Background: an optimization exercise with open tools, aiming at small area, a short achievable clock period and few clock cycles. Do not read the settings as production practice.
At most, simulation tests tie the RTL to the original design; equivalence was not proved.
Function not checked in runs 2 and 3: the RTL went through the layout flow alone.

`design/flow/design.v`:
```
module crc_engine (
    input  wire        clk,
    input  wire        rst_n,
    input  wire        start,
    input  wire [6:0]  cfg_width,        
    input  wire [63:0] cfg_poly,         
    input  wire [63:0] cfg_init,
    input  wire [63:0] cfg_xorout,
    input  wire        cfg_refin,
    input  wire        cfg_refout,
    input  wire [3:0]  cfg_prefix_len,   
    input  wire [63:0] cfg_prefix,
    input  wire [3:0]  cfg_suffix_len,   
    input  wire [63:0] cfg_suffix,
    input  wire        in_valid,
    input  wire [7:0]  in_data,
    input  wire        in_last,
    output wire        in_ready,
    output wire        busy,
    output reg         done,
    output reg  [63:0] result
);
    localparam [2:0] S_IDLE   = 3'd0,
                     S_PREFIX = 3'd1,
                     S_DATA   = 3'd2,
                     S_SUFFIX = 3'd3,
                     S_FINAL  = 3'd4;
    reg [2:0]  state;
    reg [3:0]  left;         
    reg [63:0] crc;          
    reg [6:0]  width;
    reg [63:0] poly;
    reg [63:0] xorout;
    reg        refin;
    reg        refout;
    reg [63:0] prefix;
    reg [3:0]  suffix_len;
    reg [63:0] suffix;
    assign busy     = (state != S_IDLE);
    assign in_ready = (state == S_DATA);
    wire [63:0] mask = {64{1'b1}} >> (7'd64 - width);
    reg [7:0] cur_byte;
    always @* begin
        case (state)
            S_PREFIX: cur_byte = prefix[(left - 4'd1) * 8 +: 8];
            S_SUFFIX: cur_byte = suffix[(left - 4'd1) * 8 +: 8];
            default:  cur_byte = in_data;
        endcase
    end
    reg [7:0] feed_byte;
    integer k;
    always @* begin
        for (k = 0; k < 8; k = k + 1)
            feed_byte[k] = refin ? cur_byte[7 - k] : cur_byte[k];
    end
    reg [63:0] crc_next;
    reg        fb;
    integer i;
    always @* begin
        crc_next = crc;
        for (i = 7; i >= 0; i = i - 1) begin
            fb       = crc_next[width - 7'd1] ^ feed_byte[i];
            crc_next = (crc_next << 1) & mask;
            if (fb)
                crc_next = crc_next ^ poly;
        end
    end
    reg [63:0] crc_rev;
    reg [63:0] crc_out;
    integer j;
    always @* begin
        for (j = 0; j < 64; j = j + 1)
            crc_rev[j] = crc[63 - j];
        crc_out = refout ? (crc_rev >> (7'd64 - width)) : crc;
        crc_out = (crc_out ^ xorout) & mask;
    end
    always @(posedge clk) begin
        if (!rst_n) begin
            state <= S_IDLE;
            left  <= 4'd0;
            done  <= 1'b0;
        end else begin
            done <= 1'b0;
            case (state)
                S_IDLE: begin
                    if (start) begin
                        width      <= cfg_width;
                        poly       <= cfg_poly;
                        xorout     <= cfg_xorout;
                        refin      <= cfg_refin;
                        refout     <= cfg_refout;
                        prefix     <= cfg_prefix;
                        suffix_len <= cfg_suffix_len;
                        suffix     <= cfg_suffix;
                        crc        <= cfg_init;
                        left       <= cfg_prefix_len;
                        state      <= (cfg_prefix_len != 4'd0) ? S_PREFIX : S_DATA;
                    end
                end
                S_PREFIX: begin
                    crc  <= crc_next;
                    left <= left - 4'd1;
                    if (left == 4'd1)
                        state <= S_DATA;
                end
                S_DATA: begin
                    if (in_valid) begin
                        crc <= crc_next;
                        if (in_last) begin
                            left  <= suffix_len;
                            state <= (suffix_len != 4'd0) ? S_SUFFIX : S_FINAL;
                        end
                    end
                end
                S_SUFFIX: begin
                    crc  <= crc_next;
                    left <= left - 4'd1;
                    if (left == 4'd1)
                        state <= S_FINAL;
                end
                S_FINAL: begin
                    result <= crc_out;
                    done   <= 1'b1;
                    state  <= S_IDLE;
                end
                default: state <= S_IDLE;
            endcase
        end
    end
endmodule
```
`design/flow/run.sh`:
```
#!/bin/bash
# synth_recipe.tcl (not shown) runs the flow's synth.tcl, then flattens the netlist and writes it again
# the make line also repeats each setting of config.mk as NAME=value (left out here)
make -C /OpenROAD-flow-scripts/flow DESIGN_CONFIG=/design/flow/config.mk WORK_HOME=/design/flow/orfs CLKGATE_MAP_FILE= SYNTH_SCRIPT=/design/flow/synth_recipe.tcl finish
```
`design/flow/config.mk`:
```
export PLATFORM = sky130hd
export DESIGN_NAME = crc_engine
export DESIGN_NICKNAME = crc_engine
export VERILOG_FILES = /design/flow/design.v
export SDC_FILE = /design/flow/constraint.sdc
export NUM_CORES = 4
export LEC_CHECK = 0
export CAP_MARGIN = 20
export CORE_MARGIN = 2
export CORE_UTILIZATION = 30
export SETUP_SLACK_MARGIN = 1.0
export SLEW_MARGIN = 20
```
`design/flow/constraint.sdc`:
```
create_clock -name core_clock -period 25.0 [get_ports {clk}]
set_input_delay 5.0000 -clock core_clock [delete_from_list [all_inputs] [get_ports {clk}]]
set_output_delay 5.0000 -clock core_clock [all_outputs]
set_load 0.01 [all_outputs]
```
==> results.txt, run 1 <==
status: complete, no violations
Clock transition at path regs: 0.06 ns
Max Clk Rate: 0.0413 GHz
Worst slew margin: 11.3%
# clock sinks: 405
Max-Cap Viols: 0
Buffers on Ports: 416
Core Util, Final: 38.6%
Yosys cell types: 126
Ports: 417
fin. max-slew vios: 0
Async SR Flop Fraction: 0%
Vias: 56,100
unrepaired setup endpoints after global routing: false
synth top area cells: edfxtp_1 27%, nand2_1 7.4%, xnor2_1 5.7%
first-pass GRT wire length: 459 mm
Die W: 386 µm
CP startpoint kind: primary input
number of DRC markers in iteration 0: 10,167
GRT Util Overall: 45.0%
Hold Crit Class: reg -> reg
DP Worst Slack: -0.0205 ns
Most common cell on crit path: buf_4
Initial Utilization: 30.2%
drt wl/cell: 41.9 µm
worst hold stages: 1
Hold Path End: left[1]
slew of the pin with the lowest slew margin: 1.33 ns
initial antenna violation count: 24
number of synthesis warnings: 1
Num CTS Buffers: 51
Crit path required time: 25.38 ns
Post-Syn Area: 0.0439 mm²
Yosys top cell by area: edfxtp_1
Worst Setup End Kind: flop
Setup Crit Path Kind: in -> reg
Clock Path Buffers: 3
share of cells above drive strength 1: 16.4%
routed vias/inst: 6.75
Detail Route Antenna Nets: 0
hpwl dp: 268 mm
GPL Wtd Cong: 1.12
min-delay src: left[1]
# hold bufs at CTS: 0
Yosys top cell area share: 27.2%
post-synthesis sequential area ratio: 27.5%
vias in the first global route: 51,501
GRT overflow: 0
reg-to-reg slack, setup: 2.20 ns
Avg Cell Area, Syn: 7.78 µm²
P&R area growth vs syn: 27.9%
fin crit share: 96.9%
CP Data Arrival Time: 24.60 ns
CP max stage delay: 0.89 ns
clock root buffer: clkbuf_16
DRT Pass-1 Iters: 9
DRC: 0
Site Rows: 140
syn_nets: 5,995
slowest CP cell: nor4_1
largest net degree at the start of global routing: 133
Crit Reg-Reg Startpoint: width[0]
cells after synthesis: 5,639
crit path from: in_data[0]
r2r worst-path depth: 67
Clock Skew: 0.0285 ns
Die Footprint: 0.149 mm²
Most used DFF post-synth: edfxtp_1
fin nets: 6,695
flops & latches, synth: 405
Post-synth EDFFs: 397
TritonCTS clock tree: done
Min Clock Period, post-route: 24.22 ns
worst skew pair latency: 0.69 ns
reg2reg end: crc[55]
final worst setup slack: 0.778 ns
final hold vios: 0
Finish-stage setup viols: 0
Critical Path Fanout Max: 44
core area: 0.145 mm²
drt total wl: 348 mm
htree depth: 2
Die Y: 386 µm
-- stage by stage --
stage	instances	TNS (ns)	area, µm²	hold slack (ns)
6_report	8306	0	56100	0.539
4_1_cts	8291	0	56000	0.535
2_1_floorplan	5639	0	43900	0.495
3_5_place_dp	8198	-0.0877	54200	0.520
5_1_grt	8296	0	56100	0.580
3_3_place_gp	8196	-2.81	54200	0.512
-- registers in the layout, summed over array words and instances, names as in the netlist --
register and cells:
left 4, refin 1, refout 1, poly 64, crc 64, state 3, suffix_len 4, result 64
suffix 64, done 1, prefix 64, width 7, xorout 64
-- routing by layer --
layer  global-route usage [%]  up-vias  share of wire (%)
met5                        0        -               0.15
met4                     32.9       24                9.2
met2                     61.5     5020                 39
met1                     55.9    27234                 38
li1                         -    22506                  -
met3                     19.2     1316                 15
-- critical path, delay by kind of cell --
kind	cells	cell delay, ns
compound gates	27	7.96
simple gates	16	6.62
buf+inv	14	3.64
xor+xnor	4	1.00
mux	1	0.15
-- kinds of logic after synthesis --
group	share of synthesized area (%)
xor gates and xnor gates	8.53
muxes	8.34
buffers and inverters	5.23
adders and majority gates	0.171
AOI/OAI and AO/OA	25.9
and+or+nand+nor	24.2
DFF	27.5
-- timing repair --
| item | in CTS | in global routing |
|---|---|---|
| pin swaps | 1 | 2 |
| resized for setup | 3 | 3 |
| setup buffers | 0 | 2 |
| setup endpoints to repair | 64 | 64 |
| cloned | 1 | 0 |
| hold endpoints to repair | 0 | 0 |
-- cell usage in the layout (no fill, tap or decap), types with 126 or more instances in the layout --
cell,instances
xor2_1,129
a31oi_1,173
nor3_1,182
edfxtp_1,397
o21ai_0,291
nor2_1,632
a21oi_1,328
buf_4,679
xnor2_1,285
nand2_1,865
clkdlybuf4s50_1,416
nand3_1,181
mux2i_1,126
-- how the worst max path moves through the flow --
stage / endpoint
after global placement: crc[62]
after detailed placement: crc[55]
final: crc[55]
after CTS: crc[55]
after global routing: crc[14]
after floorplan: crc[56]
-- cell usage after synthesis, types with 32 or more instances --
cell type,count
nand4_1,46
o21bai_1,56
a211oi_1,67
mux2i_1,130
a22oi_1,36
and3_1,88
o21ai_0,303
o22ai_1,64
xnor2_1,287
edfxtp_1,397
clkbuf_1,337
o21ai_1,44
a31oi_1,177
mux4_2,87
nor2_1,656
nand2_1,868
and2_1,51
buf_2,49
a21oi_1,328
buf_1,60
nor4_1,41
nand3_1,181
nand3b_1,58
inv_1,77
o211ai_1,39
o32ai_1,32
nor3_1,185
a21o_1,37
xor2_1,130
o31ai_1,42
-- area by class of cell --
type	instances	area, µm²
Antenna cell	11	27.5
Fill cell	15120	89300
Multi-Input combinational cell	4674	29800
Inverter	90	340
Sequential cell	405	12100
Tap cell	1917	2400
Timing Repair Buffer	1117	9680
Clock inverter	32	414
Clock buffer	60	1310
Testbench counts, summed over its fixed seeds: cycles 15,855.
==> run 2, diff against run 1 <==
==> design/flow/design.v (replaced) <==
module crc_engine (
    input  wire        clk,
    input  wire        rst_n,
    input  wire        start,
    input  wire [6:0]  cfg_width,        
    input  wire [63:0] cfg_poly,         
    input  wire [63:0] cfg_init,
    input  wire [63:0] cfg_xorout,
    input  wire        cfg_refin,
    input  wire        cfg_refout,
    input  wire [3:0]  cfg_prefix_len,   
    input  wire [63:0] cfg_prefix,
    input  wire [3:0]  cfg_suffix_len,   
    input  wire [63:0] cfg_suffix,
    input  wire        in_valid,
    input  wire [7:0]  in_data,
    input  wire        in_last,
    output wire        in_ready,
    output wire        busy,
    output reg         done,
    output reg  [63:0] result
);
    localparam [1:0] S_IDLE  = 2'd0,
                     S_ALIGN = 2'd1,
                     S_RUN   = 2'd2,
                     S_OUT   = 2'd3;
    reg [1:0]  state;
    reg        first;        
    reg [3:0]  pre_left;     
    reg [3:0]  suf_left;     
    reg        got_last;     
    reg        data_done;    
    reg [7:0]  hb;           
    reg        hb_v;
    reg        hb_l;
    reg [63:0] crc;          
    reg [63:0] poly;         
    reg [5:0]  rot;          
    reg        refin;
    reg        refout;
    reg [63:0] xorout;
    reg [63:0] prefix;
    reg [63:0] suffix;
    function [63:0] rev64(input [63:0] v);
        integer n;
        begin
            for (n = 0; n < 64; n = n + 1)
                rev64[n] = v[63 - n];
        end
    endfunction
    wire run       = (state == S_RUN);
    wire pre_ph    = (pre_left != 4'd0);
    wire dat_ph    = !pre_ph && !data_done;
    wire suf_ph    = !pre_ph && data_done;
    wire avail     = run && (pre_ph || suf_ph || hb_v);
    wire is_last   = dat_ph ? (hb_l && suf_left == 4'd0) : (suf_ph && suf_left == 4'd1);
    wire step      = avail;
    wire last_step = step && is_last;
    assign busy     = (state == S_ALIGN) || run;
    assign in_ready = (state == S_ALIGN) || (run && !got_last && !(hb_v && pre_ph));
    wire [63:0] rot_in;
    wire [63:0] rot_out = (rot_in >> rot) | (rot_in << (7'd64 - {1'b0, rot}));
    wire [7:0] pbyte = prefix[(pre_left - 4'd1) * 8 +: 8];
    wire [7:0] sbyte = suffix[(suf_left - 4'd1) * 8 +: 8];
    wire [7:0] cur   = pre_ph ? pbyte : (dat_ph ? hb : sbyte);
    reg [7:0] feed;
    integer k;
    always @* begin
        for (k = 0; k < 8; k = k + 1)
            feed[k] = refin ? cur[7 - k] : cur[k];
    end
    wire [63:0] poly_eff = first ? rot_out : poly;
    reg [63:0] crc_next;
    reg        fb;
    integer i;
    always @* begin
        crc_next = crc;
        for (i = 7; i >= 0; i = i - 1) begin
            fb       = crc_next[63] ^ feed[i];
            crc_next = crc_next << 1;
            if (fb)
                crc_next = crc_next ^ poly_eff;
        end
    end
    assign rot_in = (state == S_ALIGN) ? crc : (first ? poly : rev64(crc));
    wire [63:0] res_pre = refout ? rev64(crc) : rev64(rot_out);
    always @(posedge clk) begin
        result <= res_pre ^ xorout;
        done   <= rst_n && (state == S_OUT);
        if (!busy) begin
            rot       <= cfg_width[5:0];
            refin     <= cfg_refin;
            refout    <= cfg_refout;
            poly      <= cfg_poly;
            crc       <= cfg_init;
            xorout    <= cfg_xorout;
            prefix    <= cfg_prefix;
            suffix    <= cfg_suffix;
            pre_left  <= cfg_prefix_len;
            suf_left  <= cfg_suffix_len;
            first     <= 1'b1;
            got_last  <= 1'b0;
            data_done <= 1'b0;
            hb_v      <= 1'b0;
        end else begin
            if (state == S_ALIGN)
                crc <= rot_out;
            if (run && first) begin
                poly  <= rot_out;
                first <= 1'b0;
            end
            if (step) begin
                crc <= crc_next;
                if (pre_ph)
                    pre_left <= pre_left - 4'd1;
                else if (dat_ph) begin
                    hb_v <= 1'b0;
                    if (hb_l)
                        data_done <= 1'b1;
                end else
                    suf_left <= suf_left - 4'd1;
            end
            if (in_valid && in_ready) begin
                hb       <= in_data;
                hb_v     <= 1'b1;
                hb_l     <= in_last;
                got_last <= in_last;
            end
        end
        if (!rst_n)
            state <= S_IDLE;
        else if (!busy)
            state <= start ? S_ALIGN : S_IDLE;
        else if (state == S_ALIGN)
            state <= S_RUN;
        else if (last_step)
            state <= S_OUT;
    end
endmodule
==> results.txt, run 2 <==
drt wl/cell: 29.3 µm
most frequent cells in the layout: 415 x clkdlybuf4s50_1, 408 x nor2_1, 373 x nand2_1, 361 x xnor2_1, 345 x edfxtp_1
cells after synthesis: 3,497
Vias: 31,687
htree depth: 2
P&R area growth vs syn: 21.4%
post-synthesis sequential area ratio: 32.5%
Min Clock Period, post-route: 10.44 ns
footprint of the multi-input gates: 0.0234 mm²
flops & latches, synth: 416
Finished Cell Area: 0.0440 mm²
Async SR Flop Fraction: 0%
Worst slew margin: 22.7%
CP Data Arrival Time: 10.80 ns
DP Area: 0.0422 mm²
core area: 0.120 mm²
Max-Cap Viols: 0
Detail Route Antenna Nets: 0
cell family contributing the most delay on the critical path: compound AO/OA/AOI/OAI gates
GRT overflow: 0
Worst Setup End Kind: flop
Most used DFF post-synth: edfxtp_1
synth top area cells: edfxtp_1 29%, mux4_2 13%, xnor2_1 8.9%
slowest CP cell: ha_2
Commonest cells post-synth: 411 x nor2_1, 374 x nand2_1, 368 x xnor2_1, 345 x edfxtp_1, 281 x mux2i_1
GR Util met1: 32.6%
Avg Cell Area, Syn: 10.4 µm²
final hold vios: 0
Yosys top cell by area: edfxtp_1
fin nets: 4,146
Post-synth EDFFs: 345
Crit path required time: 25.36 ns
setup_tns: 0 ns
cts repair resizes: 0
worst hold margin: 0.442 ns
Setup Crit Path Kind: reg -> reg
fin crit share: 41.8%
Clock Path Buffers: 3
most frequent cell after synthesis: nor2_1
Die Y: 352 µm
GPL Wtd Cong: 1.07
ordered cell list for the critical path: clkinv_2 -> ha_2 -> inv_2 -> mux4_2 -> a22oi_1 -> o21ai_1 -> o21ai_2 -> o221ai_2 -> o31ai_2 -> buf_4 -> o221a_2 -> a221oi_2 -> nand4_1 -> nor2b_1 -> xnor3_1 -> a211oi_2 -> or2_2 -> nand2_1 -> xnor3_1 -> xnor2_1 -> o221ai_1
TritonCTS clock tree: done
Initial Utilization: 30.2%
number of synthesis warnings: 1
largest net degree at the start of global routing: 92
status: complete, no violations
routing usage on met2: 38.7%
WP buf/inv: 3
Clock Skew: 0.0572 ns
Site Rows: 127
Die Footprint: 0.124 mm²
Die W: 352 µm
# clock sinks: 416
initial antenna violation count: 13
drt total wl: 159 mm
CP max stage delay: 0.91 ns
Critical Path Fanout Max: 33
GRT Util Overall: 25.1%
routed vias/inst: 5.82
Hold Crit Class: reg -> reg
syn_nets: 3,854
first-pass GRT wire length: 224 mm
hpwl dp: 122 mm
fin. max-slew vios: 0
most used routing layer: met2
Post-Syn Area: 0.0362 mm²
DRT Pass-1 Iters: 8
fin cells: 5,449
Num CTS Buffers: 51
Yosys cell types: 96
Reg area: 0.0118 mm²
Clock transition at path regs: 0.07 ns
Buffers on Ports: 415
slew of the pin with the lowest slew margin: 1.13 ns
CP startpoint kind: flop
# fillers: 11,938
grt met3 use: 5.57%
Yosys top cell area share: 28.6%
unrepaired setup endpoints after global routing: false
Most common cell on crit path: xnor3_1
Ports: 417
clock root buffer: clkbuf_16
commonest non-fill, non-tap cell in the layout: clkdlybuf4s50_1
post-CTS setup buffer count: 0
DRC: 0
share of cells above drive strength 1: 15.8%
placed cell count: 5,347
Finish-stage setup viols: 0
worst skew pair latency: 0.67 ns
# hold bufs at CTS: 0
number of DRC markers in iteration 0: 4,468
Core Util, Final: 36.7%
vias in the first global route: 30,262
Max Clk Rate: 0.0958 GHz
-- run 2: cell types whose count changed after synthesis, moves of 164 or more --
| cell | change |
|---|---|
| nand2_1 | -494 |
| nor2_1 | -245 |
| a21oi_1 | -220 |
| clkbuf_1 | -182 |
| a31oi_1 | -166 |
| nand3_1 | -165 |
| o21ai_0 | -164 |
-- run 2: final timing paths --
kind	startpoint	to	slack, ns	cells after the start
worst max-delay path	rot[1]	crc[6]	14.56	21
worst min-delay path	xorout[48]	result[48]	0.44	1
worst max register to register	rot[1]	crc[6]	14.56	21
worst min register to register	xorout[48]	result[48]	0.44	1
-- run 2: cells by family after synthesis --
logic type / after synthesis / synth area share, %
AOI/OAI and AO/OA: 594 / 10.9
xor gates and xnor gates: 527 / 15.1
adders and majority gates: 7 / 0.242
buffers and inverters: 296 / 3.47
DFF: 416 / 32.5
muxes: 642 / 25.7
and+or+nand+nor: 1015 / 12.1
-- run 2: metrics by stage --
| step | worst slack, ns |
|---|---|
| 5_1_grt | 14.19 |
| 3_3_place_gp | 14.78 |
| 3_5_place_dp | 14.69 |
| 4_1_cts | 14.67 |
| 2_1_floorplan | 14.41 |
| 6_report | 14.56 |
-- run 2: cell type report --
cell class	count	share of cell area, %
diodes	6	0.0341
well taps	1612	4.59
clock buffers	67	3.13
repair buffers	505	11.0
flip-flops and latches	416	26.8
multi-input cells	2785	53.3
inverters	30	0.276
clock inverters	28	0.848
-- run 2: routing by layer --
metal | part of all wire (%) | up-vias
met5 | 0.025 | -
met4 | 6.4 | 8
met3 | 11 | 358
met2 | 45 | 2016
met1 | 38 | 15739
li1 | - | 13566
-- run 2: worst reg2reg max path, stage by stage (launching register included) --
cell	delay, ns
edfxtp_1	0.82
clkinv_2	0.44
ha_2	0.91
inv_2	0.48
mux4_2	0.62
a22oi_1	0.44
o21ai_1	0.30
o21ai_2	0.34
o221ai_2	0.31
o31ai_2	0.29
buf_4	0.31
o221a_2	0.92
a221oi_2	0.23
nand4_1	0.17
nor2b_1	0.74
xnor3_1	0.58
a211oi_2	0.48
or2_2	0.81
nand2_1	0.16
xnor3_1	0.39
xnor2_1	0.25
o221ai_1	0.17
==> run 3, diff against run 2 <==
--- a/design/flow/design.v
+++ b/design/flow/design.v
@@ -69,7 +69,8 @@
         for (k = 0; k < 8; k = k + 1)
             feed[k] = refin ? cur[7 - k] : cur[k];
     end
-    wire [63:0] poly_eff = first ? rot_out : poly;
+    wire [63:0] poly_eff = poly;
+    wire [63:0] poly_rot = (poly >> rot) | (poly << (7'd64 - {1'b0, rot}));
     reg [63:0] crc_next;
     reg        fb;
     integer i;
@@ -82,7 +83,7 @@
                 crc_next = crc_next ^ poly_eff;
         end
     end
-    assign rot_in = (state == S_ALIGN) ? crc : (first ? poly : rev64(crc));
+    assign rot_in = (state == S_ALIGN) ? crc : rev64(crc);
     wire [63:0] res_pre = refout ? rev64(crc) : rev64(rot_out);
     always @(posedge clk) begin
         result <= res_pre ^ xorout;
@@ -103,11 +104,9 @@
             data_done <= 1'b0;
             hb_v      <= 1'b0;
         end else begin
-            if (state == S_ALIGN)
-                crc <= rot_out;
-            if (run && first) begin
-                poly  <= rot_out;
-                first <= 1'b0;
+            if (state == S_ALIGN) begin
+                crc  <= rot_out;
+                poly <= poly_rot;
             end
             if (step) begin
                 crc <= crc_next;
==> results.txt, run 3 <==
ordered cell list for the critical path: buf_4 -> inv_1 -> ha_1 -> mux4_2 -> or2_1 -> a31o_2 -> o311ai_2 -> mux2i_1 -> nand2_4 -> o22ai_1 -> o21a_2 -> nor2_1 -> nand3_1 -> nand3_1 -> nand2_4 -> buf_4 -> nand3_4 -> a211o_1 -> a2111oi_0 -> nor3b_1
DP Worst Slack: 15.96 ns
syn_nets: 5,508
Crit Reg-Reg Startpoint: pre_left[0]
Clock Path Buffers: 3
placed cell count: 7,038
GPL Wtd Cong: 1.02
worst hold stages: 1
Clock transition at path regs: 0.06 ns
CP startpoint kind: flop
DRT Pass-1 Iters: 8
unrepaired setup endpoints after global routing: false
most frequent cell after synthesis: nand2_1
final hold vios: 0
htree depth: 2
Max-Cap Viols: 0
Yosys cell types: 103
Worst slew margin: 19.2%
commonest non-fill, non-tap cell in the layout: nand2_1
Setup Crit Path Kind: reg -> reg
most frequent cells in the layout: 649 x nand2_1, 593 x nor2_1, 415 x clkdlybuf4s50_1, 410 x xnor2_1, 405 x mux2i_1
Detail Route Antenna Nets: 0
post-CTS setup buffer count: 0
cell family contributing the most delay on the critical path: compound AO/OA/AOI/OAI gates
reg2reg end: crc[7]
slew of the pin with the lowest slew margin: 1.21 ns
WP buf/inv: 3
fin crit share: 37.2%
vias in the first global route: 40,617
number of DRC markers in iteration 0: 6,904
r2r worst-path depth: 20
# clock sinks: 415
number of synthesis warnings: 1
Post-Syn Area: 0.0426 mm²
Max Clk Rate: 0.107 GHz
Finished Cell Area: 0.0501 mm²
Hold Path End: result[21]
Die Footprint: 0.145 mm²
initial antenna violation count: 12
Post-synth EDFFs: 345
Finish-stage setup viols: 0
Hold Crit Class: reg -> reg
worst skew pair latency: 0.71 ns
Site Rows: 138
Min Clock Period, post-route: 9.31 ns
drt total wl: 223 mm
Async SR Flop Fraction: 0%
share of cells above drive strength 1: 9.24%
final worst setup slack: 15.69 ns
Worst Setup End Kind: flop
Vias: 44,143
Die Y: 381 µm
cts repair resizes: 0
Initial Utilization: 30.2%
Buffers on Ports: 415
hpwl dp: 160 mm
# fillers: 14,729
post-synthesis sequential area ratio: 27.6%
TritonCTS clock tree: done
Most used DFF post-synth: edfxtp_1
Die W: 381 µm
first-pass GRT wire length: 312 mm
clock root buffer: clkbuf_16
synth top area cells: edfxtp_1 24%, mux2i_1 9.5%, xnor2_1 8.6%
CP max stage delay: 1.06 ns
Commonest cells post-synth: 653 x nand2_1, 598 x nor2_1, 418 x xnor2_1, 405 x mux2i_1, 392 x o21ai_0
fin. max-slew vios: 0
Ports: 417
Crit path required time: 25.41 ns
min-delay src: xorout[21]
Critical Path Fanout Max: 63
CP Data Arrival Time: 9.73 ns
GRT Util Overall: 29.3%
flops & latches, synth: 415
worst hold margin: 0.439 ns
status: complete, no violations
DP Area: 0.0482 mm²
setup_tns: 0 ns
P&R area growth vs syn: 17.6%
Yosys top cell by area: edfxtp_1
Avg Cell Area, Syn: 8.27 µm²
DRC: 0
Yosys top cell area share: 24.3%
largest net degree at the start of global routing: 125
cells after synthesis: 5,151
fin cells: 7,142
slowest CP cell: nand3_4
routed vias/inst: 6.18
fin nets: 5,562
GRT overflow: 0
drt wl/cell: 31.2 µm
reg-to-reg slack, setup: 15.69 ns
# hold bufs at CTS: 0
core area: 0.141 mm²
Num CTS Buffers: 55
Clock Skew: 0.0848 ns
[run 3: cell count changes after synthesis, moves of 115 or more]
cell	before	now
a21oi_1	108	253
nor2_1	411	598
clkbuf_1	155	388
o21ai_0	139	392
mux2i_1	281	405
nand3_1	16	131
nand2_1	374	653
[run 3: per-layer routing]
metal	vias to the layer above	wire length (µm)	GRT usage [%]
li1	18931	-	-
met1	21233	85300	37.8
met2	3303	94600	44.0
met3	660	26500	7.78
met4	16	16200	16.7
met5	-	117	0
[run 3: cell type report]
cell class	instances	area [µm²]	share of cell area, %
antenna	2	5.00	0.00999
clock buffer	61	1450	2.90
clock inverter	41	447	0.892
inverter	140	534	1.07
multi-input combinational	4077	28600	57.0
sequential	415	11800	23.5
tap	1890	2360	4.72
timing repair buffer	516	4970	9.92
[run 3: cell families after synthesis]
logic type | Yosys count | share of synthesized area, %
AO/OA/AOI/OAI | 1320 | 20.9
XOR/XNOR | 451 | 9.66
adder cells (fa/ha/maj) | 7 | 0.206
buffers and inverters | 659 | 6.04
flip-flops | 415 | 27.6
multiplexers | 605 | 18.7
AND/OR/NAND/NOR | 1694 | 16.9
[run 3: per-stage QoR]
| stage | utilization, % |
|---|---|
| 6_report | 35.5 |
| 5_1_grt | 35.5 |
| 4_1_cts | 35.5 |
| 3_5_place_dp | 34.1 |
| 3_3_place_gp | 34.1 |
| 2_1_floorplan | - |
[run 3: how the worst max path moves through the flow]
| stage | start | endpoint | cells after the start |
|---|---|---|---|
| 2_1_floorplan | state[0] | busy | 6 |
| 3_3_place_gp | pre_left[0] | crc[7] | 20 |
| 3_5_place_dp | pre_left[0] | crc[7] | 20 |
| 4_1_cts | pre_left[0] | crc[7] | 20 |
| 5_1_grt | pre_left[0] | crc[7] | 20 |
| 6_report | pre_left[0] | crc[7] | 20 |

==> what the ideal ports hide <==
How much do the figures lean on ideal ports? The routed layouts below were timed once more, with nothing changed but the port constraints. Step 1: set_driving_cell puts a clkbuf_16 on clk and a buf_2 on each other input, an assumption about the parent block. Step 2 adds t to the input delays and takes it off the output delays; t is the mean of the earliest and latest rising clock arrival at the registers after step 1. Input paths then give back, and output paths get back, about the clock's delay inside the block. Three values: no drivers, after step 1, after step 2; two values: the first two.
| run | shift t [ns] | slack for setup (ns) | clock arrival spread, ns | pins driven straight from the clock port |
|---|---|---|---|---|
| run 1 | 0.758 | 0.778 / 0.811 / 0.053 | 0.030 / 0.030 | 1 |
| run 2 | 0.722 | 14.558 / 14.558 / 14.558 | 0.062 / 0.062 | 1 |
| run 3 | 0.742 | 15.689 / 15.689 / 15.689 | 0.085 / 0.085 | 1 |
After both steps every run listed still meets setup and hold. For run 1, which loses most, drivers alone change the setup slack by +0.033 ns; drivers and shift together by -0.725 ns.
